Background: an optimization exercise with open tools, aiming at small area, a short achievable clock period and few clock cycles. Do not read the settings as production practice.
In this exercise RTL edits were held to simulation tests only and were not proved equivalent to the original.

Setup of blue:
// chk_block
module chk_block (
    input  wire        clk,
    input  wire        rst,
    input  wire        req_valid,
    output wire        req_ready,
    input  wire [1:0]  req_op,
    input  wire [5:0]  req_addr,
    input  wire [2:0]  req_tenant,
    input  wire [31:0] req_wdata,
    input  wire [5:0]  wv_width,
    input  wire        wv_refin,
    input  wire        wv_refout,
    input  wire [2:0]  wv_fowner,
    input  wire [31:0] wv_poly,
    input  wire [31:0] wv_init,
    input  wire [31:0] wv_xorout,
    input  wire [31:0] wv_ref,
    output reg         rsp_valid,
    output reg  [1:0]  rsp_status,
    output wire [31:0] rsp_rdata
);
export LEC_CHECK = 0
export CAP_MARGIN = 20
export CORE_MARGIN = 2
export CORE_UTILIZATION = 45
export CTS_CLUSTER_DIAMETER = 70
export CTS_CLUSTER_SIZE = 30
export SLEW_MARGIN = 20
export TNS_END_PERCENT = 10
create_clock -name core_clock -period 20.0 [get_ports {clk}]
standard.sh (not shown) runs the stock make flow with config.mk's settings and CLKGATE_MAP_FILE= SYNTH_SCRIPT=/design/flow/synth_recipe.tcl, a recipe that flattens the netlist after the stock synthesis.
==> flow/flow/run.sh <==
#!/bin/bash
# Standard layout, with timing repair aimed at a tighter clock than the
# 20 ns constraint (repair stops once setup slack reaches the margin), and
# plain buffers (not delay cells) on the ports.
set -euo pipefail
bash standard.sh SETUP_SLACK_MARGIN=13.5 "BUFFER_PORTS_ARGS=-buffer_cell sky130_fd_sc_hd__buf_2" finish > standard.log 2>&1
In summary, blue completed successfully, with a layout that passed the timing, DRC and antenna checks.
Testbench counts of blue, summed over its fixed seeds: cycles 6,567.
For green, these inputs were changed with respect to blue:
--- a/flow/design.v
+++ b/flow/design.v
@@ -211,18 +211,17 @@
     );
     wire [4:0]  st_s  = 5'd0 - s_w[4:0];
     wire [31:0] shl_in = (state == S_PREP) ? s_il : s_ref;
     wire [31:0] shl_out = shl_in << st_s;
     wire [31:0] new_rl = (p_kind == K_RUNW) ? shl_out :
                          (p_kind == K_CTRL) ? s_il : fold_out;
-    reg         s_prep;      
     reg  [31:0] qv_in;
     integer j1;
     always @* begin
         qv_in = rev32(sh_out);
-        if (!s_prep) begin
+        if (state != S_PREP) begin
             qv_in[8:0] = 9'd0;
             for (j1 = 1; j1 < 24; j1 = j1 + 1) qv_in[32-j1] = s_q[j1];
         end
     end
     wire [23:1] qv_out;
     ck_qinv u_qinv (.pl(qv_in), .q(qv_out));
@@ -266,24 +265,40 @@
             rd_sh = 12'd0;
     end
     wire [31:0] rf_word = (s_rd == 2'd0) ? s_run :
                           (s_rd == 2'd1) ? vword(s_run, s_xl, s_ro) : e_pl;
     wire [11:0] rf_sh   = shdec((s_ro && s_rd == 2'd1) ? 5'd0 : st_s);
     wire [11:0] st_shd  = shdec(st_s);
+    reg [31:0] ow_src;
+    reg [11:0] ow_sh;
+    always @* begin
+        case (state)
+        S_PREP: begin ow_src = rev32(s_xl); ow_sh = st_shd; end
+        S_RFIN: begin ow_src = rf_word; ow_sh = rf_sh; end
+        S_IDLE: begin
+            if (req_op[1]) begin
+                ow_src = rev32(wv_poly);
+                ow_sh = {wv_shd[11:8], static_ok ? wv_shd[7:0] : 8'd0};
+            end else begin
+                ow_src = rd_word;
+                ow_sh = {rd_sh[11:8], req_op[0] ? 8'd0 : rd_sh[7:0]};
+            end
+        end
+        default: begin ow_src = rd_word; ow_sh = 12'd0; end
+        endcase
+    end
     integer k;
     always @(posedge clk) begin
         if (rst) begin
             for (k = 0; k < 4; k = k + 1) u_def[k] <= 1'b0;
             state <= S_IDLE;
             rsp_valid <= 1'b0;
             p_do <= 1'b0;
-            s_prep <= 1'b0;
         end else begin
             rsp_valid <= 1'b0;
             p_do <= 1'b0;
-            s_prep <= 1'b0;
             case (state)
             S_IDLE: begin
                 rsp_status <= 2'd0;
                 if (accept) begin
                     if (req_op == 2'd0) begin
                         rsp_valid <= 1'b1;
@@ -309,13 +324,12 @@
                         end
                     end else if (!static_ok) begin
                         rsp_valid <= 1'b1;
                         rsp_status <= 2'd2;
                     end else begin
                         state <= S_PREP;
-                        s_prep <= 1'b1;
                     end
                 end
             end
             S_PREP: state <= S_FOLD;
             S_FOLD: if (fcnt == 2'd2) state <= s_isref ? S_RFIN : S_CMP;
             S_CMP: begin
@@ -333,14 +347,14 @@
             default: state <= S_IDLE;
             endcase
         end
     end
     always @(posedge clk) begin
         if (p_do) u_rl[p_u] <= new_rl;
-        o_word <= rd_word;
-        o_sh <= 8'd0;
+        o_word <= cshift(ow_src, ow_sh);
+        o_sh <= ow_sh[7:0];
         s_run <= fold_out;
         d_dat <= chk_bytes(fcnt + 2'd1, s_ri);
         d_cnt <= 2'd3;
         case (state)
         S_IDLE: begin
             s_w   <= req_op[1] ? wv_width  : m_w;
@@ -358,27 +372,18 @@
             s_isref <= !req_op[1];
             d_dat <= r[3] ? chk_bytes(2'd0, m_ri) : feed_bytes(req_wdata[25:0], m_ri);
             d_cnt <= r[3] ? 2'd3 : req_wdata[25:24];
             fcnt  <= 2'd0;
             p_kind <= (r == 4'h4) ? K_RUNW : (r == 4'h5) ? K_FEED : K_CTRL;
             p_u   <= u;
-            if (req_op[1]) begin
-                o_word <= cshift(rev32(wv_poly), wv_shd);
-                o_sh <= static_ok ? wv_shd[7:0] : 8'd0;
-            end else begin
-                o_word <= cshift(rd_word, rd_sh);
-                o_sh <= req_op[0] ? 8'd0 : rd_sh[7:0];
-            end
         end
         S_PREP: begin
             s_pl <= rev32(sh_out);
             s_q <= prep_q;
             s_il <= shl_out;
             s_run <= shl_out;
-            o_word <= cshift(rev32(s_xl), st_shd);
-            o_sh <= st_shd[7:0];
             d_dat <= chk_bytes(2'd0, s_ri);
         end
         S_FOLD: begin
             fcnt <= fcnt + 2'd1;
             if (!s_isref && fcnt == 2'd0) begin
                 s_xl <= s_ro ? rev32(s_xl) : rev32(sh_out);
@@ -392,14 +397,11 @@
                 u_fo[s_u] <= s_fo; u_pl[s_u] <= s_pl[8:0]; u_il[s_u] <= s_il;
                 u_xl[s_u] <= s_xl; u_q[s_u] <= s_q;
             end
             p_kind <= K_CTRL;
             p_u <= s_u;
         end
-        S_RFIN: begin
-            o_word <= cshift(rf_word, rf_sh);
-            o_sh <= rf_sh[7:0];
-        end
+        S_RFIN: ;    
         default: ;
         endcase
     end
 endmodule
--- outcome ---
- Diff blue -> green: starting density of the core now sits lower; count of unique library cells instantiated by Yosys moved down.
- In green relative to blue, non-filler instance count after layout had gone down by a few percent.
- Delta (green minus blue): register area share after synthesis picked up an extra 1.5 points, simple-gate share of the synthesized area lost 0.35 points, final design instance area without fill fell by 2100 sq um.
- Of green and blue, blue shows the higher layout multi-input combinational cell count, with green below it.
- Fraction of area in registers is lower on blue
- Taking blue as the reference, in green sum of negative setup slack essentially unchanged, total standard cell area after synthesis shrank by about 4%.
Testbench counts of green, summed over its fixed seeds: cycles 6,567.

## afterwards: timing with drivers on the ports
The results above use ideal ports. As a check the final layouts listed here were re-extracted and re-timed, cells and wires unchanged. Step 1 sets driving cells, clkbuf_16 on the clock port and buf_2 on the other inputs (assumed; they add their load-dependent delay and slew). Step 2, shift: input delay + t, output delay - t, t = (earliest + latest rising clock arrival at the registers) / 2. This alone moves slack from input paths to output paths. Slacks: ideal / step 1 / step 2; pairs: ideal / step 1.
| run | t (ns) | setup slack, ns | clock arrival spread, ns | slew at the worst register clock pin (ns) | pins driven straight from the clock port |
|---|---|---|---|---|---|
| blue | 0.787 | 13.391 / 13.252 / 12.465 | 0.084 / 0.084 | 0.11 / 0.11 | 1 |
| green | 0.820 | 13.216 / 13.090 / 12.270 | 0.054 / 0.054 | 0.11 / 0.11 | 1 |
After both steps setup and hold are still met in every run listed. The setup slack of green, which loses most, moves by -0.126 ns with the drivers and by -0.946 ns with both steps.
